Context: an optimization exercise on an open-source flow, tuned for small area, a short achievable clock period and few clock cycles. The choices shown serve that exercise and are no tape-out recipe.
Only simulation tests tie the RTL to the original design; equivalence was not proved.
Power and IR drop assume default switching activity.

==> flow/design.v, too long to show whole: its modules and the start of the top module <==
// module fj_xu: 434 lines
// module fj_mul_tree: 2369 lines
module fj_xu (
    input  wire        clk,
    input  wire        rst,           
    input  wire        in_valid,
    output wire        in_ready,
    input  wire [31:0] in_insn,
    input  wire [31:0] in_va,
    input  wire [31:0] in_vb,
    output reg         out_valid,
    output reg         out_ill,       
    output reg         out_wr,        
    output reg  [31:0] out_value,     
    output wire [7:0]  out_flags      
);
  // ...
==> flow/run.sh <==
#!/bin/bash
# synth_recipe.tcl (not shown) runs the flow's synth.tcl, then flattens the netlist and writes it again
# the make line also repeats each setting of config.mk as NAME=value (left out here)
make -C /OpenROAD-flow-scripts/flow DESIGN_CONFIG=/design/flow/config.mk WORK_HOME=/design/flow/orfs CLKGATE_MAP_FILE= SYNTH_SCRIPT=/design/flow/synth_recipe.tcl finish
==> flow/config.mk <==
export PLATFORM = sky130hd
export DESIGN_NAME = fj_xu
export DESIGN_NICKNAME = fj_xu
export VERILOG_FILES = /design/flow/design.v
export SDC_FILE = /design/flow/constraint.sdc
export NUM_CORES = 4
export LEC_CHECK = 0
export CAP_MARGIN = 20
export CORE_MARGIN = 2
export CORE_UTILIZATION = 40
export SETUP_SLACK_MARGIN = 1.0
export SLEW_MARGIN = 20
==> flow/constraint.sdc <==
create_clock -name core_clock -period 20.0 [get_ports {clk}]
set_input_delay 4.0000 -clock core_clock [delete_from_list [all_inputs] [get_ports {clk}]]
set_output_delay 4.0000 -clock core_clock [all_outputs]
set_load 0.01 [all_outputs]
==> flow_metrics.py, run 1 <==
metrics = {
    "run_status": {
        "status": "no timing/DRC/antenna violations",
    },
    "worst_setup_path": {
        "arrival_ns": 10.22,
        "cpPeakStageDelay_ns": 0.68,
        "crit_start": "i_vb[0]",
    },
    "final_layout": {
        "largest_cell_class": "multi-input combinational cells",
        "seq_share_pct": 16.69,
        "seq_area_sq_um": 14020,
        "multi_input_area_share_pct": 68.98,
        "fin_nets": 10170,
        "nMultiInputCombCells": 7326,
        "inverters": 698,
        "drive_gt1_share_pct": 8.184,
        "clk_share_pct": 3.305,
        "fillers": 19100,
        "nonClkBufAreaFrac_pct": 4.106,
    },
    "pwr": {
        "comb_power_share_pct": 74.1,
        "switching_share_pct": 54.13,
        "p_switching_mw": 7.283,
        "seq_power_share_pct": 14.3,
        "clkPwrFrac_pct": 11.6,
    },
    "place": {
        "gp_congestion": 1.049,
        "dpl-instance-area_sq_um": 81160,
    },
    "synthesis": {
        "ys_seq_elements": 645,
        "muxShareOfSynthArea_pct": 3.761,
        "yosys_warnings": 1,
        "synth_fa_ha_area_share_pct": 19.37,
        "synth-xor-area-share_pct": 10.96,
        "syn_inst": 9434,
        "synth-simple-area-share_pct": 14.91,
    },
    "global_routing": {
        "met1_usage_pct": 49.84,
        "overflow": 0,
        "grt_pass1_wl_um": 543000,
        "gr-usage-all-layers_pct": 37.52,
    },
    "clock_network": {
        "clkSlewWorstSetupHoldPaths_ns": 0.06,
        "cts_hold_buf": 0,
        "cts_sinks": 645,
        "clock_latency_ns": 0.78,
    },
    "sta": {
        "setup_viol_count_final": 0,
        "rsz0062_at_grt": "no",
        "fin_setup_tns_ns": 0,
    },
    "routing": {
        "wl_met3_um": 46400,
        "drtIter0Drc": 11920,
    },
    "floorplan": {
        "dieArea_sq_um": 196100,
        "rows": 161,
    },
}
Testbench counts, summed over its fixed seeds: cycles 28,079.
==> module fj_xu, before the edit <==
module fj_xu (
    input  wire        clk,
    input  wire        rst,           
    input  wire        in_valid,
    output wire        in_ready,
    input  wire [31:0] in_insn,
    input  wire [31:0] in_va,
    input  wire [31:0] in_vb,
    output reg         out_valid,
    output reg         out_ill,       
    output reg         out_wr,        
    output reg  [31:0] out_value,     
    output wire [7:0]  out_flags      
);
    localparam DK = 2;                
    localparam [31:0] I32_MAX = 32'h7FFF_FFFF;
    localparam [31:0] I32_MIN = 32'h8000_0000;
    localparam [47:0] A48_MAX = 48'h7FFF_FFFF_FFFF;
    localparam [47:0] A48_MIN = 48'h8000_0000_0000;
    reg [47:0] acc0, acc1, acc2, acc3;
    reg        sf0, sf1, sf2, sf4, sf6;       
    reg        rdy;
    assign in_ready = rdy;
    reg        i_v;
    reg [31:0] i_insn, i_va, i_vb;
    wire in_divlike = (in_insn[31:26] == 6'h01 && in_insn[10:5] == 6'h12) ||
                      (in_insn[31:26] == 6'h02 && in_insn[10:5] == 6'h07);
    always @(posedge clk) begin
        i_v    <= in_valid & rdy & ~rst;
        i_insn <= in_insn;
        i_va   <= in_va;
        i_vb   <= in_vb;
    end
    wire [5:0]  op  = i_insn[31:26];
    wire [4:0]  f_d = i_insn[25:21];
    wire [4:0]  f_a = i_insn[20:16];
    wire [4:0]  f_b = i_insn[15:11];
    wire [5:0]  fx  = i_insn[10:5];
    wire [4:0]  lit = i_insn[4:0];
    wire [15:0] imm = i_insn[15:0];
    wire d0 = (f_d == 5'd0);
    wire a0 = (f_a == 5'd0);
    wire b0 = (f_b == 5'd0);
    wire l0 = (lit == 5'd0);
    wire g_int = (op == 6'h01);
    wire g_pu  = (op == 6'h02);
    wire g_acc = (op == 6'h03);
    reg ill;
    always @* begin
        case (op)
        6'h01: case (fx)
               6'h00, 6'h01, 6'h02, 6'h03, 6'h04, 6'h05, 6'h06, 6'h07,
               6'h08, 6'h09, 6'h0A, 6'h10, 6'h11, 6'h12, 6'h14, 6'h15,
               6'h16, 6'h17, 6'h18:  ill = ~l0;
               6'h0B, 6'h0C, 6'h0D:  ill = ~b0;
               6'h1F:                ill = ~(a0 & b0 & l0);
               default:              ill = 1'b1;
               endcase
        6'h02: case (fx)
               6'h00, 6'h01, 6'h04, 6'h07: ill = ~l0;
               6'h02, 6'h03:               ill = ~(l0 & b0);
               6'h05, 6'h06:               ill = ~b0;
               6'h08, 6'h09:               ill = (lit > 5'd28) | ~b0;
               default:                    ill = 1'b1;
               endcase
        6'h03: begin
               case (fx)
               6'h00, 6'h01, 6'h08: ill = ~d0;
               6'h02, 6'h03:        ill = ~(d0 & b0);
               6'h04, 6'h06, 6'h07: ill = ~(a0 & b0);
               6'h05:               ill = ~(d0 & a0 & b0);
               default:             ill = 1'b1;
               endcase
               if (lit[4:2] != 3'd0) ill = 1'b1;
               end
        6'h08, 6'h0F: ill = ~a0;
        6'h09, 6'h0A, 6'h0B, 6'h0C, 6'h0D, 6'h0E: ill = 1'b0;
        6'h36: ill = ~(d0 & a0) | (imm[15:8] != 8'd0);
        default: ill = 1'b1;
        endcase
    end
    wire ok = i_v & ~ill;
    wire i_divlike = (op == 6'h01 && fx == 6'h12) || (op == 6'h02 && fx == 6'h07);
    wire x_add   = g_int & (fx == 6'h00);
    wire x_sub   = g_int & (fx == 6'h01);
    wire x_adds  = g_int & (fx == 6'h02);
    wire x_subs  = g_int & (fx == 6'h03);
    wire x_and   = g_int & (fx == 6'h04);
    wire x_or    = g_int & (fx == 6'h05);
    wire x_xor   = g_int & (fx == 6'h06);
    wire x_andn  = g_int & (fx == 6'h07);
    wire x_shl   = g_int & (fx == 6'h08);
    wire x_shr   = g_int & (fx == 6'h09);
    wire x_sar   = g_int & (fx == 6'h0A);
    wire x_shli  = g_int & (fx == 6'h0B);
    wire x_shri  = g_int & (fx == 6'h0C);
    wire x_sari  = g_int & (fx == 6'h0D);
    wire x_mul   = g_int & (fx == 6'h10);
    wire x_mulh  = g_int & (fx == 6'h11);
    wire x_div   = g_int & (fx == 6'h12);
    wire x_clt   = g_int & (fx == 6'h14);
    wire x_cltu  = g_int & (fx == 6'h15);
    wire x_ceq   = g_int & (fx == 6'h16);
    wire x_min   = g_int & (fx == 6'h17);
    wire x_max   = g_int & (fx == 6'h18);
    wire x_sfrd  = g_int & (fx == 6'h1F);
    wire x_padd  = g_pu & (fx == 6'h00);
    wire x_psub  = g_pu & (fx == 6'h01);
    wire x_pneg  = g_pu & (fx == 6'h02);
    wire x_pabs  = g_pu & (fx == 6'h03);
    wire x_pmul  = g_pu & (fx == 6'h04);
    wire x_pshl  = g_pu & (fx == 6'h05);
    wire x_pshr  = g_pu & (fx == 6'h06);
    wire x_pdiv  = g_pu & (fx == 6'h07);
    wire x_itop  = g_pu & (fx == 6'h08);
    wire x_ptoi  = g_pu & (fx == 6'h09);
    wire x_pmac  = g_acc & (fx == 6'h00);
    wire x_pmsb  = g_acc & (fx == 6'h01);
    wire x_accld = g_acc & (fx == 6'h02);
    wire x_accad = g_acc & (fx == 6'h03);
    wire x_accrd = g_acc & (fx == 6'h04);
    wire x_accclr= g_acc & (fx == 6'h05);
    wire x_acclo = g_acc & (fx == 6'h06);
    wire x_acchi = g_acc & (fx == 6'h07);
    wire x_accset= g_acc & (fx == 6'h08);
    wire x_pli   = (op == 6'h08);
    wire x_paddi = (op == 6'h09);
    wire x_addi  = (op == 6'h0A);
    wire x_clti  = (op == 6'h0B);
    wire x_andi  = (op == 6'h0C);
    wire x_ori   = (op == 6'h0D);
    wire x_xori  = (op == 6'h0E);
    wire x_lhi   = (op == 6'h0F);
    wire x_sfclr = (op == 6'h36);
    wire wr_op = g_int | g_pu | x_accrd | x_acclo | x_acchi | (op[5:3] == 3'b001);
    wire [31:0] simm  = {{16{imm[15]}}, imm};
    wire [31:0] zimm  = {16'd0, imm};
    wire        use_sub = x_sub | x_subs | x_psub | x_clt | x_cltu | x_min | x_max | x_clti;
    wire        va_neg  = i_va[31];
    wire        negva   = x_pneg | (x_pabs & va_neg);
    reg  [31:0] ad_b0;
    always @* begin
        if (x_paddi)                ad_b0 = {imm, 16'd0};
        else if (x_addi | x_clti)   ad_b0 = simm;
        else if (x_pneg | x_pabs)   ad_b0 = i_va;
        else                        ad_b0 = i_vb;
    end
    wire [31:0] ad_a  = negva ? 32'd0 : ((x_pabs) ? i_va : i_va);
    wire        ad_inv = use_sub | negva;
    wire [31:0] ad_b  = (x_pabs & ~va_neg) ? 32'd0 : (ad_inv ? ~ad_b0 : ad_b0);
    wire [32:0] ad_s  = {1'b0, ad_a} + {1'b0, ad_b} + {32'd0, ad_inv};
    wire [31:0] ad_r  = ad_s[31:0];
    wire        ad_c  = ad_s[32];
    wire        ad_v  = (ad_a[31] == ad_b[31]) & (ad_r[31] != ad_a[31]);
    wire        s_lt  = ad_r[31] ^ ad_v;         
    wire        u_lt  = ~ad_c;                   
    wire [31:0] ad_sat = ad_v ? (ad_r[31] ? I32_MAX : I32_MIN) : ad_r;
    wire        is_sat_add = x_adds | x_subs | x_padd | x_psub | x_pneg | x_pabs | x_paddi;
    reg  [31:0] alu;
    always @* begin
        alu = 32'd0;
        if (x_add | x_sub | x_addi)               alu = ad_r;
        if (is_sat_add)                           alu = ad_sat;
        if (x_and)                                alu = i_va & i_vb;
        if (x_or)                                 alu = i_va | i_vb;
        if (x_xor)                                alu = i_va ^ i_vb;
        if (x_andn)                               alu = i_va & ~i_vb;
        if (x_andi)                               alu = i_va & zimm;
        if (x_ori)                                alu = i_va | zimm;
        if (x_xori)                               alu = i_va ^ zimm;
        if (x_clt | x_clti)                       alu = {31'd0, s_lt};
        if (x_cltu)                               alu = {31'd0, u_lt};
        if (x_ceq)                                alu = {31'd0, i_va == i_vb};
        if (x_min)                                alu = s_lt ? i_va : i_vb;
        if (x_max)                                alu = s_lt ? i_vb : i_va;
        if (x_pli | x_lhi)                        alu = {imm, 16'd0};
        if (x_accset)                             alu = i_vb;
        if (x_accclr)                             alu = 32'd0;
        if (x_sfclr)                              alu = {24'd0, imm[7:0]};
    end
    wire [4:0] sh_v = i_vb[4:0];
    reg  [33:0] mb;
    reg         ma_zx;    
    always @* begin
        ma_zx = x_shr | x_shri;
        if (x_shl)                 mb = 34'd1 << sh_v;
        else if (x_shli | x_pshl)  mb = 34'd1 << lit;
        else if (x_itop)           mb = 34'd1 << (5'd28 - lit);
        else if (x_shr | x_sar)    mb = 34'd1 << (6'd32 - {1'b0, sh_v});
        else if (x_shri | x_sari | x_pshr) mb = 34'd1 << (6'd32 - {1'b0, lit});
        else if (x_ptoi)           mb = 34'd1 << (6'd4 + {1'b0, lit});
        else if (x_accad | x_accld) mb = 34'd1 << 28;
        else                       mb = {{2{i_vb[31]}}, i_vb};
    end
    wire [32:0] ma = {~ma_zx & i_va[31], i_va};
    wire [31:0] kv = {x_pshr | x_ptoi, 3'd0, x_pmul, 7'd0, x_pmac | x_accad | x_accld,
                      {19{x_pmsb}}};
    wire [63:0] m_s, m_c;
    fj_mul_tree u_mul (.a(ma), .b(mb), .negp(x_pmsb), .kv(kv), .s(m_s), .c(m_c));
    localparam R_ALU = 0, R_PLO = 1, R_PHI = 2, R_PMUL = 3, R_ACCRD = 4,
               R_ACCLO = 5, R_ACCHI = 6, R_SFRD = 7;
    wire dv_go = ok & (x_div | x_pdiv);
    wire e1_plo  = x_mul | x_shl | x_shli | x_pshl | x_itop;
    wire e1_phi  = x_mulh | x_shr | x_sar | x_shri | x_sari | x_pshr | x_ptoi;
    wire e1_alu  = ~(e1_plo | e1_phi | x_pmul | x_accrd | x_acclo | x_acchi | x_sfrd);
    reg         e_v, e_ill, e_wr;
    reg  [7:0]  e_rs;         
    reg         e_fovf;       
    reg         e_fsat;       
    reg         e_fadd;       
    reg         e_fovf1;      
    reg         e_acc_add;    
    reg         e_acc_zb;     
    reg         e_acc_set;    
    reg         e_sfclr;
    reg  [1:0]  e_n;
    reg  [31:0] e_res;
    reg  [15:0] e_hi;
    reg  [63:0] e_s, e_c;
    always @(posedge clk) begin
        e_v       <= i_v & ~dv_go;
        e_ill     <= ill;
        e_wr      <= wr_op & ~d0 & ~ill;
        e_rs      <= {x_sfrd, x_acchi, x_acclo, x_accrd, x_pmul, e1_phi, e1_plo, e1_alu} &
                     {8{~ill}};
        e_fovf    <= x_mul & ~ill;
        e_fsat    <= (x_pshl | x_itop) & ~ill;
        e_fadd    <= (x_padd | x_psub | x_pneg | x_pabs | x_paddi) & ad_v & ~ill;
        e_fovf1   <= (x_adds | x_subs) & ad_v & ~ill;
        e_acc_add <= (x_pmac | x_pmsb | x_accad | x_accld) & ~ill;
        e_acc_zb  <= x_accld;
        e_acc_set <= (x_accset | x_accclr) & ~ill;
        e_sfclr   <= x_sfclr & ~ill;
        e_n       <= lit[1:0];
        e_res     <= alu;
        e_hi      <= x_accset ? i_va[15:0] : 16'd0;
        e_s       <= m_s;
        e_c       <= m_c;
        if (rst)
            e_v <= 1'b0;
    end
    function [5:0] clz32;
        input [31:0] x;
        integer k;
        begin
            clz32 = 6'd32;
            for (k = 0; k < 32; k = k + 1)
                if (x[k]) clz32 = 6'd31 - k[5:0];
        end
    endfunction
    wire [31:0] mag_a  = i_va[31] ? -i_va : i_va;
    wire [31:0] mag_b  = i_vb[31] ? -i_vb : i_vb;
    wire [5:0]  clz_a  = clz32(mag_a);
    wire [5:0]  clz_b  = clz32(mag_b);
    wire        az     = (i_va == 32'd0);
    wire        bz     = (i_vb == 32'd0);
    wire signed [7:0] nq = $signed({2'b0, clz_b}) - $signed({2'b0, clz_a}) + 8'sd1 +
                           (x_pdiv ? 8'sd28 : 8'sd0);
    wire        n_le0  = nq[7] | (nq == 8'sd0);
    wire        n_big  = ~nq[7] & (nq > 8'sd33);
    wire [31:0] xa     = mag_a << clz_a[4:0];
    wire [31:0] xb     = mag_b << clz_b[4:0];
    reg  [5:0]  nc;
    reg  [1:0]  np;
    integer t;
    always @* begin
        nc = 6'd0; np = 2'd0;
        for (t = 1; t <= 33; t = t + 1)
            if (nq == t) begin
                nc = (t + DK - 1) / DK;
                np = ((t + DK - 1) / DK) * DK - t;
            end
    end
    wire        dv_imm = bz | az | n_le0 | n_big;     
    wire [5:0]  dv_n   = dv_imm ? 6'd0 : nc;
    reg         dv_pend;      
    reg  [5:0]  dv_cnt;       
    reg  [32+DK-1:0] dv_r;    
    reg  [31:0] dv_b;         
    reg  [32:0] dv_q;
    reg         dv_neg, dv_zero, dv_big, dv_pdiv, dv_wr, dv_apos, dv_aneg;
    reg  [32+DK-1:0] st_r;
    reg  [32:0]      st_q;
    reg  [33:0]      st_d;
    integer j;
    always @* begin
        st_r = dv_r;
        st_q = dv_q;
        for (j = 0; j < DK; j = j + 1) begin
            st_d = {1'b0, st_r[32+DK-1:DK-1]} - {2'b0, dv_b};
            if (!st_d[33])
                st_r = {st_d[31:0], st_r[DK-2:0], 1'b0};
            else
                st_r = {st_r[32+DK-2:0], 1'b0};
            st_q = {st_q[31:0], ~st_d[33]};
        end
    end
    wire [32+DK-1:0] r_init = {1'b0, xa, {(DK-1){1'b0}}};
    always @(posedge clk) begin
        if (rst) begin
            dv_pend <= 1'b0;
            dv_cnt  <= 6'd0;
        end else if (dv_go) begin
            dv_pend <= 1'b1;
            dv_cnt  <= dv_n;
            dv_r    <= r_init >> np;
            dv_b    <= xb;
            dv_q    <= 33'd0;
            dv_neg  <= i_va[31] ^ i_vb[31];
            dv_zero <= bz;
            dv_big  <= n_big & ~bz & ~az;
            dv_pdiv <= x_pdiv;
            dv_wr   <= ~d0;
            dv_apos <= ~i_va[31] & ~az;
            dv_aneg <= i_va[31];
        end else if (dv_cnt != 6'd0) begin
            dv_cnt <= dv_cnt - 6'd1;
            dv_r   <= st_r;
            dv_q   <= st_q;
        end else if (dv_pend) begin
            dv_pend <= 1'b0;
        end
    end
    wire dv_fin = dv_pend & (dv_cnt == 6'd0);
    wire        q_big = dv_big | dv_q[32] |
                        (dv_neg ? (dv_q[31] & (dv_q[30:0] != 31'd0)) : dv_q[31]);
    reg  [31:0] dv_res;
    reg         dv_f0, dv_fm, dv_fo;
    always @* begin
        dv_f0 = 1'b0; dv_fm = 1'b0; dv_fo = 1'b0;
        if (dv_zero) begin
            dv_res = dv_apos ? I32_MAX : dv_aneg ? I32_MIN : 32'd0;
            dv_f0  = 1'b1;
        end else if (q_big) begin
            dv_res = dv_neg ? I32_MIN : I32_MAX;
            dv_fm  = dv_pdiv;
            dv_fo  = ~dv_pdiv;
        end else begin
            dv_res = dv_neg ? -dv_q[31:0] : dv_q[31:0];
        end
    end
    always @(posedge clk) begin
        if (rst)
            rdy <= 1'b1;
        else if (in_valid & rdy & in_divlike)
            rdy <= 1'b0;
        else if (i_v & i_divlike)
            rdy <= ~(dv_go & (dv_n > 6'd1));
        else if (dv_pend & (dv_cnt == 6'd2))
            rdy <= 1'b1;
    end
    wire [63:0] P = e_s + e_c;
    reg  [47:0] acc_r;
    always @* begin
        case (e_n)
        2'd0: acc_r = acc0;
        2'd1: acc_r = acc1;
        2'd2: acc_r = acc2;
        default: acc_r = acc3;
        endcase
    end
    wire [47:0] base  = e_acc_zb ? 48'd0 : acc_r;
    wire [48:0] asum  = {base[47], base} + {{5{P[63]}}, P[63:20]};
    wire        a_ovf = asum[48] ^ asum[47];
    wire [47:0] a_new = a_ovf ? (asum[48] ? A48_MIN : A48_MAX) : asum[47:0];
    wire [48:0] rsum  = {acc_r[47], acc_r} + 49'd128;
    wire        r_ovf = ~((rsum[48:39] == 10'h000) | (rsum[48:39] == 10'h3FF));
    wire [31:0] r_val = r_ovf ? (rsum[48] ? I32_MIN : I32_MAX) : rsum[39:8];
    wire        lo_ovf = ~((P[63:31] == 33'd0) | (P[63:31] == {33{1'b1}}));
    wire        pm_ovf = ~((P[63:59] == 5'd0) | (P[63:59] == 5'h1F));
    wire [31:0] pm_val = pm_ovf ? (P[63] ? I32_MIN : I32_MAX) : P[59:28];
    wire [31:0] lo_val = (e_fsat & lo_ovf) ? (P[63] ? I32_MIN : I32_MAX) : P[31:0];
    wire [7:0]  sf_cur = {1'b0, sf6, 1'b0, sf4, 1'b0, sf2, sf1, sf0};
    reg  [31:0] res2;
    always @* begin
        res2 = 32'd0;
        if (e_rs[R_ALU])   res2 = res2 | e_res;
        if (e_rs[R_PLO])   res2 = res2 | lo_val;
        if (e_rs[R_PHI])   res2 = res2 | P[63:32];
        if (e_rs[R_PMUL])  res2 = res2 | pm_val;
        if (e_rs[R_ACCRD]) res2 = res2 | r_val;
        if (e_rs[R_ACCLO]) res2 = res2 | acc_r[31:0];
        if (e_rs[R_ACCHI]) res2 = res2 | {{16{acc_r[47]}}, acc_r[47:32]};
        if (e_rs[R_SFRD])  res2 = res2 | {24'd0, sf_cur};
    end
    wire f0 = e_fadd;
    wire f1 = (e_fsat & lo_ovf) | (e_rs[R_PMUL] & pm_ovf);
    wire f2 = (e_acc_add & a_ovf) | (e_rs[R_ACCRD] & r_ovf);
    wire f6 = e_fovf1 | (e_fovf & lo_ovf);
    reg o_f0, o_f1, o_f2, o_f4, o_f6;
    assign out_flags = {1'b0, o_f6, 1'b0, o_f4, 1'b0, o_f2, o_f1, o_f0};
    always @(posedge clk) begin
        if (rst) begin
            acc0 <= 48'd0; acc1 <= 48'd0; acc2 <= 48'd0; acc3 <= 48'd0;
            sf0 <= 1'b0; sf1 <= 1'b0; sf2 <= 1'b0; sf4 <= 1'b0; sf6 <= 1'b0;
            out_valid <= 1'b0;
        end else if (dv_fin) begin
            out_valid <= 1'b1;
            sf1 <= sf1 | dv_fm;
            sf4 <= sf4 | dv_f0;
            sf6 <= sf6 | dv_fo;
        end else begin
            out_valid <= e_v;
            if (e_v) begin
                if (e_acc_add | e_acc_set) begin
                    case (e_n)
                    2'd0: acc0 <= e_acc_set ? {e_hi, e_res} : a_new;
                    2'd1: acc1 <= e_acc_set ? {e_hi, e_res} : a_new;
                    2'd2: acc2 <= e_acc_set ? {e_hi, e_res} : a_new;
                    default: acc3 <= e_acc_set ? {e_hi, e_res} : a_new;
                    endcase
                end
                sf0 <= (sf0 & ~(e_sfclr & e_res[0])) | f0;
                sf1 <= (sf1 & ~(e_sfclr & e_res[1])) | f1;
                sf2 <= (sf2 & ~(e_sfclr & e_res[2])) | f2;
                sf4 <= (sf4 & ~(e_sfclr & e_res[4]));
                sf6 <= (sf6 & ~(e_sfclr & e_res[6])) | f6;
            end
        end
    end
    always @(posedge clk) begin
        if (dv_fin) begin
            out_ill   <= 1'b0;
            out_wr    <= dv_wr;
            out_value <= dv_res;
            o_f0 <= 1'b0; o_f1 <= dv_fm; o_f2 <= 1'b0; o_f4 <= dv_f0; o_f6 <= dv_fo;
        end else begin
            out_ill   <= e_ill;
            out_wr    <= e_wr;
            out_value <= res2;
            o_f0 <= f0; o_f1 <= f1; o_f2 <= f2; o_f4 <= 1'b0; o_f6 <= f6;
        end
    end
endmodule
==> run 2, diff against run 1 <==
--- a/flow/design.v
+++ b/flow/design.v
@@ -14,3 +14,2 @@
 );
-    localparam DK = 2;                
     localparam [31:0] I32_MAX = 32'h7FFF_FFFF;
@@ -23,12 +22,60 @@
     assign in_ready = rdy;
+    wire [5:0] in_op = in_insn[31:26];
+    wire [5:0] in_fx = in_insn[10:5];
+    wire [4:0] in_lit = in_insn[4:0];
+    wire in_g1 = (in_op == 6'h01), in_g2 = (in_op == 6'h02), in_g3 = (in_op == 6'h03);
+    wire in_divlike = (in_g1 & (in_fx == 6'h12)) | (in_g2 & (in_fx == 6'h07));
+    wire in_shl   = in_g1 & (in_fx == 6'h08);
+    wire in_shlit = (in_g1 & (in_fx == 6'h0B)) | (in_g2 & (in_fx == 6'h05));
+    wire in_itop  = in_g2 & (in_fx == 6'h08);
+    wire in_shrv  = in_g1 & ((in_fx == 6'h09) | (in_fx == 6'h0A));
+    wire in_shrl  = (in_g1 & ((in_fx == 6'h0C) | (in_fx == 6'h0D))) | (in_g2 & (in_fx == 6'h06));
+    wire in_ptoi  = in_g2 & (in_fx == 6'h09);
+    wire in_acc28 = in_g3 & ((in_fx == 6'h02) | (in_fx == 6'h03));
+    wire in_bzero = in_g3 & (in_fx == 6'h04);
+    wire [31:0] dec_v = 32'd1 << in_vb[4:0];
+    wire [31:0] dec_l = 32'd1 << in_lit;
+    reg  [33:0] in_mb;
+    integer q;
+    always @* begin
+        for (q = 0; q < 34; q = q + 1) begin
+            in_mb[q] = 1'b0;
+            if (q < 32) in_mb[q] = in_mb[q] | (in_shl & dec_v[q]) | (in_shlit & dec_l[q]);
+            if (q <= 28) in_mb[q] = in_mb[q] | (in_itop & dec_l[28 - q]);
+            if (q >= 1 && q <= 32) in_mb[q] = in_mb[q] | (in_shrv & dec_v[32 - q]) |
+                                                   (in_shrl & dec_l[32 - q]);
+            if (q >= 4 && q <= 32) in_mb[q] = in_mb[q] | (in_ptoi & dec_l[q - 4]);
+            if (q == 28) in_mb[q] = in_mb[q] | in_acc28;
+        end
+        if (~(in_shl | in_shlit | in_itop | in_shrv | in_shrl | in_ptoi | in_acc28 | in_bzero))
+            in_mb = {{2{in_vb[31]}}, in_vb};
+    end
     reg        i_v;
-    reg [31:0] i_insn, i_va, i_vb;
-    wire in_divlike = (in_insn[31:26] == 6'h01 && in_insn[10:5] == 6'h12) ||
-                      (in_insn[31:26] == 6'h02 && in_insn[10:5] == 6'h07);
+    reg [31:0] i_insn, i_va;
+    reg [33:0] i_mb;              
+    reg        i_ma32;            
+    reg [31:0] i_absa, i_absb;    
+    reg  p_pdiv, p_negp, p_k31, p_k27, p_k19, p_sub, p_pneg, p_pabs, p_immh, p_imms;
     always @(posedge clk) begin
-        i_v    <= in_valid & rdy & ~rst;
-        i_insn <= in_insn;
-        i_va   <= in_va;
-        i_vb   <= in_vb;
+        i_v     <= in_valid & rdy & ~rst;
+        i_insn  <= in_insn;
+        i_va    <= in_va;
+        i_mb    <= in_mb;
+        i_ma32  <= in_va[31] & ~(in_g1 & ((in_fx == 6'h09) | (in_fx == 6'h0C)));
+        i_absa  <= in_va[31] ? -in_va : in_va;
+        i_absb  <= in_vb[31] ? -in_vb : in_vb;
+        p_pdiv  <= in_g2 & (in_fx == 6'h07);
+        p_negp  <= in_g3 & (in_fx == 6'h01);
+        p_k31   <= in_g2 & ((in_fx == 6'h06) | (in_fx == 6'h09));
+        p_k27   <= (in_g2 | in_g3) & (in_fx == 6'h04);
+        p_k19   <= in_g3 & ((in_fx == 6'h00) | (in_fx == 6'h02) | (in_fx == 6'h03));
+        p_sub   <= (in_g1 & ((in_fx == 6'h01) | (in_fx == 6'h03) | (in_fx == 6'h14) |
+                             (in_fx == 6'h15) | (in_fx == 6'h17) | (in_fx == 6'h18))) |
+                   (in_g2 & (in_fx == 6'h01)) | (in_op == 6'h0B);
+        p_pneg  <= in_g2 & (in_fx == 6'h02);
+        p_pabs  <= in_g2 & (in_fx == 6'h03);
+        p_immh  <= (in_op == 6'h09);
+        p_imms  <= (in_op == 6'h0A) | (in_op == 6'h0B);
     end
+    wire [31:0] i_vb = i_mb[31:0];
     wire [5:0]  op  = i_insn[31:26];
@@ -82,3 +129,2 @@
     wire ok = i_v & ~ill;
-    wire i_divlike = (op == 6'h01 && fx == 6'h12) || (op == 6'h02 && fx == 6'h07);
     wire x_add   = g_int & (fx == 6'h00);
@@ -137,15 +183,14 @@
     wire [31:0] zimm  = {16'd0, imm};
-    wire        use_sub = x_sub | x_subs | x_psub | x_clt | x_cltu | x_min | x_max | x_clti;
     wire        va_neg  = i_va[31];
-    wire        negva   = x_pneg | (x_pabs & va_neg);
+    wire        negva   = p_pneg | (p_pabs & va_neg);
     reg  [31:0] ad_b0;
     always @* begin
-        if (x_paddi)                ad_b0 = {imm, 16'd0};
-        else if (x_addi | x_clti)   ad_b0 = simm;
-        else if (x_pneg | x_pabs)   ad_b0 = i_va;
+        if (p_immh)                 ad_b0 = {imm, 16'd0};
+        else if (p_imms)            ad_b0 = simm;
+        else if (p_pneg | p_pabs)   ad_b0 = i_va;
         else                        ad_b0 = i_vb;
     end
-    wire [31:0] ad_a  = negva ? 32'd0 : ((x_pabs) ? i_va : i_va);
-    wire        ad_inv = use_sub | negva;
-    wire [31:0] ad_b  = (x_pabs & ~va_neg) ? 32'd0 : (ad_inv ? ~ad_b0 : ad_b0);
+    wire [31:0] ad_a  = negva ? 32'd0 : i_va;
+    wire        ad_inv = p_sub | negva;
+    wire [31:0] ad_b  = (p_pabs & ~va_neg) ? 32'd0 : (ad_inv ? ~ad_b0 : ad_b0);
     wire [32:0] ad_s  = {1'b0, ad_a} + {1'b0, ad_b} + {32'd0, ad_inv};
@@ -158,51 +203,29 @@
     wire        is_sat_add = x_adds | x_subs | x_padd | x_psub | x_pneg | x_pabs | x_paddi;
+    wire        lg_imm = x_andi | x_ori | x_xori;
+    wire [31:0] lg_b   = lg_imm ? zimm : i_vb;
     reg  [31:0] alu;
     always @* begin
-        alu = 32'd0;
-        if (x_add | x_sub | x_addi)               alu = ad_r;
-        if (is_sat_add)                           alu = ad_sat;
-        if (x_and)                                alu = i_va & i_vb;
-        if (x_or)                                 alu = i_va | i_vb;
-        if (x_xor)                                alu = i_va ^ i_vb;
-        if (x_andn)                               alu = i_va & ~i_vb;
-        if (x_andi)                               alu = i_va & zimm;
-        if (x_ori)                                alu = i_va | zimm;
-        if (x_xori)                               alu = i_va ^ zimm;
-        if (x_clt | x_clti)                       alu = {31'd0, s_lt};
-        if (x_cltu)                               alu = {31'd0, u_lt};
-        if (x_ceq)                                alu = {31'd0, i_va == i_vb};
-        if (x_min)                                alu = s_lt ? i_va : i_vb;
-        if (x_max)                                alu = s_lt ? i_vb : i_va;
-        if (x_pli | x_lhi)                        alu = {imm, 16'd0};
-        if (x_accset)                             alu = i_vb;
-        if (x_accclr)                             alu = 32'd0;
-        if (x_sfclr)                              alu = {24'd0, imm[7:0]};
-    end
-    wire [4:0] sh_v = i_vb[4:0];
-    reg  [33:0] mb;
-    reg         ma_zx;    
-    always @* begin
-        ma_zx = x_shr | x_shri;
-        if (x_shl)                 mb = 34'd1 << sh_v;
-        else if (x_shli | x_pshl)  mb = 34'd1 << lit;
-        else if (x_itop)           mb = 34'd1 << (5'd28 - lit);
-        else if (x_shr | x_sar)    mb = 34'd1 << (6'd32 - {1'b0, sh_v});
-        else if (x_shri | x_sari | x_pshr) mb = 34'd1 << (6'd32 - {1'b0, lit});
-        else if (x_ptoi)           mb = 34'd1 << (6'd4 + {1'b0, lit});
-        else if (x_accad | x_accld) mb = 34'd1 << 28;
-        else                       mb = {{2{i_vb[31]}}, i_vb};
-    end
-    wire [32:0] ma = {~ma_zx & i_va[31], i_va};
-    wire [31:0] kv = {x_pshr | x_ptoi, 3'd0, x_pmul, 7'd0, x_pmac | x_accad | x_accld,
-                      {19{x_pmsb}}};
+        alu = ({32{x_add | x_sub | x_addi}} & ad_r) |
+              ({32{is_sat_add}} & ad_sat) |
+              ({32{x_and | x_andi}} & (i_va & lg_b)) |
+              ({32{x_or | x_ori}} & (i_va | lg_b)) |
+              ({32{x_xor | x_xori}} & (i_va ^ lg_b)) |
+              ({32{x_andn}} & (i_va & ~i_vb)) |
+              ({32{x_min}} & (s_lt ? i_va : i_vb)) |
+              ({32{x_max}} & (s_lt ? i_vb : i_va)) |
+              ({32{x_pli | x_lhi}} & {imm, 16'd0}) |
+              ({32{x_accset}} & i_vb) |
+              ({32{x_sfclr}} & {24'd0, imm[7:0]});
+        alu[0] = alu[0] | ((x_clt | x_clti) & s_lt) | (x_cltu & u_lt) |
+                 (x_ceq & (i_va == i_vb));
+    end
+    wire [32:0] ma = {i_ma32, i_va};
+    wire [31:0] kv = {p_k31, 3'd0, p_k27, 7'd0, p_k19, {19{p_negp}}};
     wire [63:0] m_s, m_c;
-    fj_mul_tree u_mul (.a(ma), .b(mb), .negp(x_pmsb), .kv(kv), .s(m_s), .c(m_c));
-    localparam R_ALU = 0, R_PLO = 1, R_PHI = 2, R_PMUL = 3, R_ACCRD = 4,
-               R_ACCLO = 5, R_ACCHI = 6, R_SFRD = 7;
+    fj_mul_tree u_mul (.a(ma), .b(i_mb), .negp(p_negp), .kv(kv), .s(m_s), .c(m_c));
     wire dv_go = ok & (x_div | x_pdiv);
-    wire e1_plo  = x_mul | x_shl | x_shli | x_pshl | x_itop;
-    wire e1_phi  = x_mulh | x_shr | x_sar | x_shri | x_sari | x_pshr | x_ptoi;
-    wire e1_alu  = ~(e1_plo | e1_phi | x_pmul | x_accrd | x_acclo | x_acchi | x_sfrd);
+    wire e1_plo = x_mul | x_shl | x_shli | x_pshl | x_itop;
+    wire e1_phi = x_mulh | x_shr | x_sar | x_shri | x_sari | x_pshr | x_ptoi;
     reg         e_v, e_ill, e_wr;
-    reg  [7:0]  e_rs;         
+    reg         e_plo, e_phi, e_pmul;       
     reg         e_fovf;       
@@ -214,4 +237,4 @@
     reg         e_acc_set;    
-    reg         e_sfclr;
-    reg  [1:0]  e_n;
+    reg         e_accrd, e_acclo, e_acchi, e_sfrd, e_sfclr;
+    reg  [3:0]  e_sel;        
     reg  [31:0] e_res;
@@ -220,7 +243,8 @@
     always @(posedge clk) begin
-        e_v       <= i_v & ~dv_go;
+        e_v       <= i_v & ~dv_go & ~rst;
         e_ill     <= ill;
         e_wr      <= wr_op & ~d0 & ~ill;
-        e_rs      <= {x_sfrd, x_acchi, x_acclo, x_accrd, x_pmul, e1_phi, e1_plo, e1_alu} &
-                     {8{~ill}};
+        e_plo     <= e1_plo & ~ill;
+        e_phi     <= e1_phi & ~ill;
+        e_pmul    <= x_pmul & ~ill;
         e_fovf    <= x_mul & ~ill;
@@ -232,4 +256,8 @@
         e_acc_set <= (x_accset | x_accclr) & ~ill;
+        e_accrd   <= x_accrd & ~ill;
+        e_acclo   <= x_acclo & ~ill;
+        e_acchi   <= x_acchi & ~ill;
+        e_sfrd    <= x_sfrd & ~ill;
         e_sfclr   <= x_sfclr & ~ill;
-        e_n       <= lit[1:0];
+        e_sel     <= 4'd1 << lit[1:0];
         e_res     <= alu;
@@ -238,4 +266,2 @@
         e_c       <= m_c;
-        if (rst)
-            e_v <= 1'b0;
     end
@@ -250,6 +276,4 @@
     endfunction
-    wire [31:0] mag_a  = i_va[31] ? -i_va : i_va;
-    wire [31:0] mag_b  = i_vb[31] ? -i_vb : i_vb;
-    wire [5:0]  clz_a  = clz32(mag_a);
-    wire [5:0]  clz_b  = clz32(mag_b);
+    wire [5:0]  clz_a  = clz32(i_absa);
+    wire [5:0]  clz_b  = clz32(i_absb);
     wire        az     = (i_va == 32'd0);
@@ -257,23 +281,13 @@
     wire signed [7:0] nq = $signed({2'b0, clz_b}) - $signed({2'b0, clz_a}) + 8'sd1 +
-                           (x_pdiv ? 8'sd28 : 8'sd0);
+                           (p_pdiv ? 8'sd28 : 8'sd0);
     wire        n_le0  = nq[7] | (nq == 8'sd0);
     wire        n_big  = ~nq[7] & (nq > 8'sd33);
-    wire [31:0] xa     = mag_a << clz_a[4:0];
-    wire [31:0] xb     = mag_b << clz_b[4:0];
-    reg  [5:0]  nc;
-    reg  [1:0]  np;
-    integer t;
-    always @* begin
-        nc = 6'd0; np = 2'd0;
-        for (t = 1; t <= 33; t = t + 1)
-            if (nq == t) begin
-                nc = (t + DK - 1) / DK;
-                np = ((t + DK - 1) / DK) * DK - t;
-            end
-    end
-    wire        dv_imm = bz | az | n_le0 | n_big;     
-    wire [5:0]  dv_n   = dv_imm ? 6'd0 : nc;
+    wire [31:0] xa     = i_absa << clz_a[4:0];
+    wire [31:0] xb     = i_absb << clz_b[4:0];
+    wire [5:0]  nc     = nq[5:0] + 6'd1;          
+    wire        dv_imm = bz | az | n_le0 | n_big;
+    wire [4:0]  dv_n   = dv_imm ? 5'd0 : nc[5:1];
     reg         dv_pend;      
-    reg  [5:0]  dv_cnt;       
-    reg  [32+DK-1:0] dv_r;    
+    reg  [4:0]  dv_cnt;       
+    reg  [33:0] dv_r;         
     reg  [31:0] dv_b;         
@@ -281,19 +295,13 @@
     reg         dv_neg, dv_zero, dv_big, dv_pdiv, dv_wr, dv_apos, dv_aneg;
-    reg  [32+DK-1:0] st_r;
-    reg  [32:0]      st_q;
-    reg  [33:0]      st_d;
-    integer j;
-    always @* begin
-        st_r = dv_r;
-        st_q = dv_q;
-        for (j = 0; j < DK; j = j + 1) begin
-            st_d = {1'b0, st_r[32+DK-1:DK-1]} - {2'b0, dv_b};
-            if (!st_d[33])
-                st_r = {st_d[31:0], st_r[DK-2:0], 1'b0};
-            else
-                st_r = {st_r[32+DK-2:0], 1'b0};
-            st_q = {st_q[31:0], ~st_d[33]};
-        end
-    end
-    wire [32+DK-1:0] r_init = {1'b0, xa, {(DK-1){1'b0}}};
+    wire [34:0] y    = {1'b0, dv_r};
+    wire [34:0] b1   = {3'b0, dv_b};
+    wire [34:0] b2   = {2'b0, dv_b, 1'b0};
+    wire [35:0] t1   = {1'b0, y} - {1'b0, b1};
+    wire [35:0] t2   = {1'b0, y} - {1'b0, b2};
+    wire [35:0] t3   = {1'b0, y} - {1'b0, b1} - {1'b0, b2};
+    wire        ge1  = ~t1[35];
+    wire        ge2  = ~t2[35];
+    wire        ge3  = ~t3[35];
+    wire [31:0] rem  = ge3 ? t3[31:0] : ge2 ? t2[31:0] : ge1 ? t1[31:0] : y[31:0];
+    wire [1:0]  dig  = ge3 ? 2'd3 : ge2 ? 2'd2 : ge1 ? 2'd1 : 2'd0;
     always @(posedge clk) begin
@@ -301,3 +309,3 @@
             dv_pend <= 1'b0;
-            dv_cnt  <= 6'd0;
+            dv_cnt  <= 5'd0;
         end else if (dv_go) begin
@@ -305,3 +313,3 @@
             dv_cnt  <= dv_n;
-            dv_r    <= r_init >> np;
+            dv_r    <= (clz_a[0] ^ clz_b[0]) ? {1'b0, xa, 1'b0} : {2'b0, xa};
             dv_b    <= xb;
@@ -311,3 +319,3 @@
             dv_big  <= n_big & ~bz & ~az;
-            dv_pdiv <= x_pdiv;
+            dv_pdiv <= p_pdiv;
             dv_wr   <= ~d0;
@@ -315,6 +323,6 @@
             dv_aneg <= i_va[31];
-        end else if (dv_cnt != 6'd0) begin
-            dv_cnt <= dv_cnt - 6'd1;
-            dv_r   <= st_r;
-            dv_q   <= st_q;
+        end else if (dv_cnt != 5'd0) begin
+            dv_cnt <= dv_cnt - 5'd1;
+            dv_r   <= {rem, 2'b00};
+            dv_q   <= {dv_q[30:0], dig};
         end else if (dv_pend) begin
@@ -323,3 +331,3 @@
     end
-    wire dv_fin = dv_pend & (dv_cnt == 6'd0);
+    wire dv_fin = dv_pend & (dv_cnt == 5'd0);
     wire        q_big = dv_big | dv_q[32] |
@@ -341,2 +349,3 @@
     end
+    wire i_divlike = (g_int & (fx == 6'h12)) | (g_pu & (fx == 6'h07));
     always @(posedge clk) begin
@@ -347,4 +356,4 @@
         else if (i_v & i_divlike)
-            rdy <= ~(dv_go & (dv_n > 6'd1));
-        else if (dv_pend & (dv_cnt == 6'd2))
+            rdy <= ~(dv_go & (dv_n > 5'd1));
+        else if (dv_pend & (dv_cnt == 5'd2))
             rdy <= 1'b1;
@@ -352,18 +361,2 @@
     wire [63:0] P = e_s + e_c;
-    reg  [47:0] acc_r;
-    always @* begin
-        case (e_n)
-        2'd0: acc_r = acc0;
-        2'd1: acc_r = acc1;
-        2'd2: acc_r = acc2;
-        default: acc_r = acc3;
-        endcase
-    end
-    wire [47:0] base  = e_acc_zb ? 48'd0 : acc_r;
-    wire [48:0] asum  = {base[47], base} + {{5{P[63]}}, P[63:20]};
-    wire        a_ovf = asum[48] ^ asum[47];
-    wire [47:0] a_new = a_ovf ? (asum[48] ? A48_MIN : A48_MAX) : asum[47:0];
-    wire [48:0] rsum  = {acc_r[47], acc_r} + 49'd128;
-    wire        r_ovf = ~((rsum[48:39] == 10'h000) | (rsum[48:39] == 10'h3FF));
-    wire [31:0] r_val = r_ovf ? (rsum[48] ? I32_MIN : I32_MAX) : rsum[39:8];
     wire        lo_ovf = ~((P[63:31] == 33'd0) | (P[63:31] == {33{1'b1}}));
@@ -372,19 +365,70 @@
     wire [31:0] lo_val = (e_fsat & lo_ovf) ? (P[63] ? I32_MIN : I32_MAX) : P[31:0];
+    wire [31:0] r2 = ({32{e_plo}} & lo_val) | ({32{e_phi}} & P[63:32]) |
+                     ({32{e_pmul}} & pm_val) |
+                     ({32{~(e_plo | e_phi | e_pmul)}} & e_res);
+    reg         f_v, f_ill, f_wr;
+    reg         f_f0, f_f1, f_f4, f_f6;
+    reg         f_acc_add, f_acc_set, f_accrd, f_acclo, f_acchi, f_sfrd, f_sfclr;
+    reg  [3:0]  f_sel;
+    reg  [31:0] f_res;
+    reg  [15:0] f_hi;
+    reg  [43:0] f_t;          
+    always @(posedge clk) begin
+        if (dv_fin) begin
+            f_v       <= ~rst;
+            f_ill     <= 1'b0;
+            f_wr      <= dv_wr;
+            f_f0      <= 1'b0;
+            f_f1      <= dv_fm;
+            f_f4      <= dv_f0;
+            f_f6      <= dv_fo;
+            f_acc_add <= 1'b0;
+            f_acc_set <= 1'b0;
+            f_accrd   <= 1'b0;
+            f_acclo   <= 1'b0;
+            f_acchi   <= 1'b0;
+            f_sfrd    <= 1'b0;
+            f_sfclr   <= 1'b0;
+            f_res     <= dv_res;
+        end else begin
+            f_v       <= e_v & ~rst;
+            f_ill     <= e_ill;
+            f_wr      <= e_wr;
+            f_f0      <= e_fadd;
+            f_f1      <= (e_fsat & lo_ovf) | (e_pmul & pm_ovf);
+            f_f4      <= 1'b0;
+            f_f6      <= e_fovf1 | (e_fovf & lo_ovf);
+            f_acc_add <= e_acc_add;
+            f_acc_set <= e_acc_set;
+            f_accrd   <= e_accrd;
+            f_acclo   <= e_acclo;
+            f_acchi   <= e_acchi;
+            f_sfrd    <= e_sfrd;
+            f_sfclr   <= e_sfclr;
+            f_res     <= r2;
+        end
+        f_sel <= e_sel;
+        f_hi  <= e_hi;
+        f_t   <= P[63:20];
+    end
+    reg f_zb;
+    always @(posedge clk) f_zb <= e_acc_zb;
+    wire [47:0] acc_r = ({48{f_sel[0]}} & acc0) | ({48{f_sel[1]}} & acc1) |
+                        ({48{f_sel[2]}} & acc2) | ({48{f_sel[3]}} & acc3);
+    wire [47:0] base  = f_zb ? 48'd0 : acc_r;
+    wire [48:0] asum  = {base[47], base} + {{5{f_t[43]}}, f_t};
+    wire        a_ovf = asum[48] ^ asum[47];
+    wire [47:0] a_new = a_ovf ? (asum[48] ? A48_MIN : A48_MAX) : asum[47:0];
+    wire        r_ovf = ~((asum[48:39] == 10'h000) | (asum[48:39] == 10'h3FF));
+    wire [31:0] r_val = r_ovf ? (asum[48] ? I32_MIN : I32_MAX) : asum[39:8];
     wire [7:0]  sf_cur = {1'b0, sf6, 1'b0, sf4, 1'b0, sf2, sf1, sf0};
-    reg  [31:0] res2;
-    always @* begin
-        res2 = 32'd0;
-        if (e_rs[R_ALU])   res2 = res2 | e_res;
-        if (e_rs[R_PLO])   res2 = res2 | lo_val;
-        if (e_rs[R_PHI])   res2 = res2 | P[63:32];
-        if (e_rs[R_PMUL])  res2 = res2 | pm_val;
-        if (e_rs[R_ACCRD]) res2 = res2 | r_val;
-        if (e_rs[R_ACCLO]) res2 = res2 | acc_r[31:0];
-        if (e_rs[R_ACCHI]) res2 = res2 | {{16{acc_r[47]}}, acc_r[47:32]};
-        if (e_rs[R_SFRD])  res2 = res2 | {24'd0, sf_cur};
-    end
-    wire f0 = e_fadd;
-    wire f1 = (e_fsat & lo_ovf) | (e_rs[R_PMUL] & pm_ovf);
-    wire f2 = (e_acc_add & a_ovf) | (e_rs[R_ACCRD] & r_ovf);
-    wire f6 = e_fovf1 | (e_fovf & lo_ovf);
+    wire [31:0] res3 = ({32{f_accrd}} & r_val) |
+                       ({32{f_acclo}} & acc_r[31:0]) |
+                       ({32{f_acchi}} & {{16{acc_r[47]}}, acc_r[47:32]}) |
+                       ({32{f_sfrd}} & {24'd0, sf_cur}) |
+                       ({32{~(f_accrd | f_acclo | f_acchi | f_sfrd)}} & f_res);
+    wire f2 = (f_acc_add & a_ovf) | (f_accrd & r_ovf);
+    wire [47:0] acc_w = f_acc_set ? {f_hi, f_res} : a_new;
+    wire        acc_we = f_v & (f_acc_add | f_acc_set);
+    wire        clr = f_v & f_sfclr;
     reg o_f0, o_f1, o_f2, o_f4, o_f6;
@@ -396,23 +440,14 @@
             out_valid <= 1'b0;
-        end else if (dv_fin) begin
-            out_valid <= 1'b1;
-            sf1 <= sf1 | dv_fm;
-            sf4 <= sf4 | dv_f0;
-            sf6 <= sf6 | dv_fo;
         end else begin
-            out_valid <= e_v;
-            if (e_v) begin
-                if (e_acc_add | e_acc_set) begin
-                    case (e_n)
-                    2'd0: acc0 <= e_acc_set ? {e_hi, e_res} : a_new;
-                    2'd1: acc1 <= e_acc_set ? {e_hi, e_res} : a_new;
-                    2'd2: acc2 <= e_acc_set ? {e_hi, e_res} : a_new;
-                    default: acc3 <= e_acc_set ? {e_hi, e_res} : a_new;
-                    endcase
-                end
-                sf0 <= (sf0 & ~(e_sfclr & e_res[0])) | f0;
-                sf1 <= (sf1 & ~(e_sfclr & e_res[1])) | f1;
-                sf2 <= (sf2 & ~(e_sfclr & e_res[2])) | f2;
-                sf4 <= (sf4 & ~(e_sfclr & e_res[4]));
-                sf6 <= (sf6 & ~(e_sfclr & e_res[6])) | f6;
+            out_valid <= f_v;
+            if (acc_we & f_sel[0]) acc0 <= acc_w;
+            if (acc_we & f_sel[1]) acc1 <= acc_w;
+            if (acc_we & f_sel[2]) acc2 <= acc_w;
+            if (acc_we & f_sel[3]) acc3 <= acc_w;
+            if (f_v) begin
+                sf0 <= (sf0 & ~(clr & f_res[0])) | f_f0;
+                sf1 <= (sf1 & ~(clr & f_res[1])) | f_f1;
+                sf2 <= (sf2 & ~(clr & f_res[2])) | f2;
+                sf4 <= (sf4 & ~(clr & f_res[4])) | f_f4;
+                sf6 <= (sf6 & ~(clr & f_res[6])) | f_f6;
             end
@@ -421,13 +456,6 @@
     always @(posedge clk) begin
-        if (dv_fin) begin
-            out_ill   <= 1'b0;
-            out_wr    <= dv_wr;
-            out_value <= dv_res;
-            o_f0 <= 1'b0; o_f1 <= dv_fm; o_f2 <= 1'b0; o_f4 <= dv_f0; o_f6 <= dv_fo;
-        end else begin
-            out_ill   <= e_ill;
-            out_wr    <= e_wr;
-            out_value <= res2;
-            o_f0 <= f0; o_f1 <= f1; o_f2 <= f2; o_f4 <= 1'b0; o_f6 <= f6;
-        end
+        out_ill   <= f_ill;
+        out_wr    <= f_wr;
+        out_value <= res3;
+        o_f0 <= f_f0; o_f1 <= f_f1; o_f2 <= f2; o_f4 <= f_f4; o_f6 <= f_f6;
     end
--- a/flow/config.mk
+++ b/flow/config.mk
@@ -9,3 +9,4 @@
 export CORE_MARGIN = 2
-export CORE_UTILIZATION = 40
+export CORE_UTILIZATION = 60
+export PLACE_DENSITY = 0.68
 export SETUP_SLACK_MARGIN = 1.0
==> flow_metrics.py, run 2 <==
metrics = {
    "worst_setup_path": {
        "start_kind": "primary input",
        "crit_start": "in_vb[2]",
        "arrival_ns": 7.79,
        "end_kind": "flip-flop",
        "r2r_start": "i_va[31]",
        "cp_max_fo": 18,
        "path_class": "primary input to flip-flop",
        "cp_data_required_time_ns": 20.66,
    },
    "synthesis": {
        "synth_area_per_cell_sq_um": 8.245,
        "yosysSeqAreaShare_pct": 22.51,
        "synth-edff-count": 106,
        "ys.flop_type": "dfxtp_1",
        "synth_common_cells": "nand2_1 (757), inv_1 (735), dfxtp_1 (726)",
        "async_reset_ff_share_pct": 0,
        "ys_types": 114,
        "yosysTopAreaCell": "dfxtp_1",
        "yosys_warnings": 1,
        "syn_inst": 9546,
        "yosysMostFrequentCell": "nand2_1",
        "netlist_area_sq_um": 78710,
        "ys_seq_elements": 832,
        "yosysTopAreaCellShare_pct": 18.47,
        "synth_area_leaders": "dfxtp_1 (18%), fa_1 (12%), ha_1 (6.7%)",
    },
    "final_layout": {
        "syn2layout_area_growth_pct": 7.822,
        "final_cell_mix": "nand2_1 (753), inv_1 (734), a21oi_1 (720)",
        "drive_gt1_share_pct": 6.439,
        "reg.largest.list": "e_c (64), e_s (64)",
        "fin_nets": 10230,
        "final_area_sq_um": 84870,
        "multi_input_area_sq_um": 56000,
        "final_common_cell": "nand2_1",
        "fillers": 11030,
        "seq_area_sq_um": 17770,
    },
    "pwr": {
        "powerDensity_nw_per_um2": 164.9,
        "ir_drop_mv": 0.3170,
        "p_leak_nw": 35.01,
        "power_mw": 13.99,
    },
    "global_routing": {
        "antenna_found_initial": 22,
        "overflow": 0,
        "gr-usage-all-layers_pct": 46.14,
        "grt_max_degree": 92,
        "grt_pass1_wl_um": 473600,
        "first_global_vias": 73680,
    },
    "sta": {
        "finalCritPeriodShare_pct": 35.66,
        "worst_pin_slew_ns": 1.209,
        "fin_setup_tns_ns": 0,
        "worst_slew_margin_rel_pct": 18.65,
        "setup_viol_count_final": 0,
        "fin_skew_ns": 0.06787,
        "fin_ws_ns": 12.87,
        "hold_viol_final": 0,
        "timing.final.crit_period_ns": 7.131,
        "slew_viol_final": 0,
        "hold_slack_ns": 0.2726,
        "rsz0062_at_grt": "no",
        "fmax_mhz": 140.2,
    },
    "routing": {
        "drtIter0Drc": 12050,
        "ant_nets": 0,
        "firstDrtPassIters": 13,
        "drc": 0,
        "wl_per_cell_um": 29.04,
        "vias": 77710,
        "via_per_inst": 7.027,
        "drt_wl_total_um": 321100,
    },
    "clock_network": {
        "cts_hold_buf": 0,
        "cts_tree": "yes",
        "cts_sinks": 832,
        "clock_latency_ns": 0.77,
        "clk_path_buf_depth": 3,
        "cts_resized": 0,
        "cts_setup_buffers": 0,
        "clkSlewWorstSetupHoldPaths_ns": 0.07,
        "numCtsBuffers": 93,
        "cts_root_buf": "clkbuf_16",
        "htree_levels": 3,
    },
    "floorplan": {
        "die_w_um": 366.2,
        "rows": 132,
        "dieArea_sq_um": 134100,
        "initial_core_util_pct": 60.63,
        "core_area_sq_um": 129800,
        "die_h_um": 366.2,
        "boundaryPins": 143,
    },
    "place": {
        "hpwl_um": 221500,
        "port_buffers": 139,
        "gp_congestion": 1.060,
        "pre_cts_ws_ns": 12.22,
        "dpl-instance-area_sq_um": 81490,
    },
    "worst_hold_path": {
        "hold_path_class": "flip-flop to flip-flop",
        "min_from": "e_hi[0]",
    },
    "run_status": {
        "status": "no timing/DRC/antenna violations",
    },
    "run": {
        "drv_cap": 0,
    },
}
run 2: cell families (layout without fill, tap and decap cells):
logic type	Yosys count	count (layout)	share of synthesized area, %
other cells	1	16	0.004764
simple gates	2334	2334	13.89
xor+xnor	924	924	10.29
buf+inv	1482	1237	7.191
fa+ha+maj	903	903	18.97
flops	832	832	22.51
mux	174	174	2.346
compound gates	2896	2896	24.79
run 2: through the flow:
stage / util (%) / std cells
after floorplan: - / 9548
final: 65.38 / 11060
after global routing: 65.36 / 11050
after global placement: 62.77 / 10870
after CTS: 65.32 / 11040
after detailed placement: 62.77 / 10870
run 2: layer usage:
metal,up-vias,share of wire (%),global-route usage (%)
li1,33050,-,-
met1,36750,37,60.33
met2,6217,41,65.95
met3,1665,14,15.48
met4,24,7.5,27.37
met5,-,0.050,0.1068
run 2: report_power, final:
group | internal, mW | total [mW] | switching, mW
logic | 3.57 | 9.65 | 6.08
registers | 2.19 | 2.48 | 0.293
clock network | 1.07 | 1.87 | 0.800
total | 6.82 | 14.0 | 7.17
run 2: path summary, 6_finish.rpt:
path / slack (ns) / cells after the start / endpoint
min reg2reg: 0.27 / 0 / f_hi[0]
min: 0.27 / 0 / f_hi[0]
max: 12.87 / 10 / i_absb[29]
max reg2reg: 12.99 / 21 / e_res[5]
run 2: critical path, stage by stage:
cell	delay [ns]
clkdlybuf4s50_1	0.85
nor3_1	0.56
nand4b_1	0.19
or2_2	0.33
or3_1	0.41
or3_1	0.41
or3_1	0.41
nand2b_1	0.19
o31ai_1	0.27
xnor2_1	0.15
run 2: final cells by class:
type                       count  share of cell area (%)
timing repair buffer         322                   3.271
inverter                     745                   3.295
clock inverter                44                  0.7209
clock buffer                 126                   3.180
sequential                   832                   20.94
tap                         1742                   2.568
antenna                       13                 0.03833
multi-input combinational   7234                   65.98
Testbench counts of run 2, summed over its fixed seeds: cycles 28,087.

==> re-timing with driven ports <==
The results above use ideal ports. As a check the final layouts listed here were re-extracted and re-timed, cells and wires unchanged. Step 1, drivers: a clkbuf_16 drives clk and a buf_2 each remaining input, both assumed. Step 2 moves the port delays by t, midway between the first and last clock arrival at a register: inputs arrive t later, outputs are due t later. That takes back most of the time a late clock gives input paths. a / b / c = ideal / step 1 / step 2; a / b = the first two.
run | t (ns) | setup slack, ns | clock arrival spread, ns | worst data-port slew with drivers (ns) | pins driven straight from the clock port
run 1 | 0.835 | 10.268 / 10.268 / 10.268 | 0.063 / 0.063 | 0.10 | 1
run 2 | 0.840 | 12.869 / 12.940 / 12.100 | 0.071 / 0.072 | 0.10 | 1
After both steps every run listed still meets setup and hold. For run 2, which loses most, drivers alone change the setup slack by +0.071 ns; drivers and shift together by -0.769 ns.
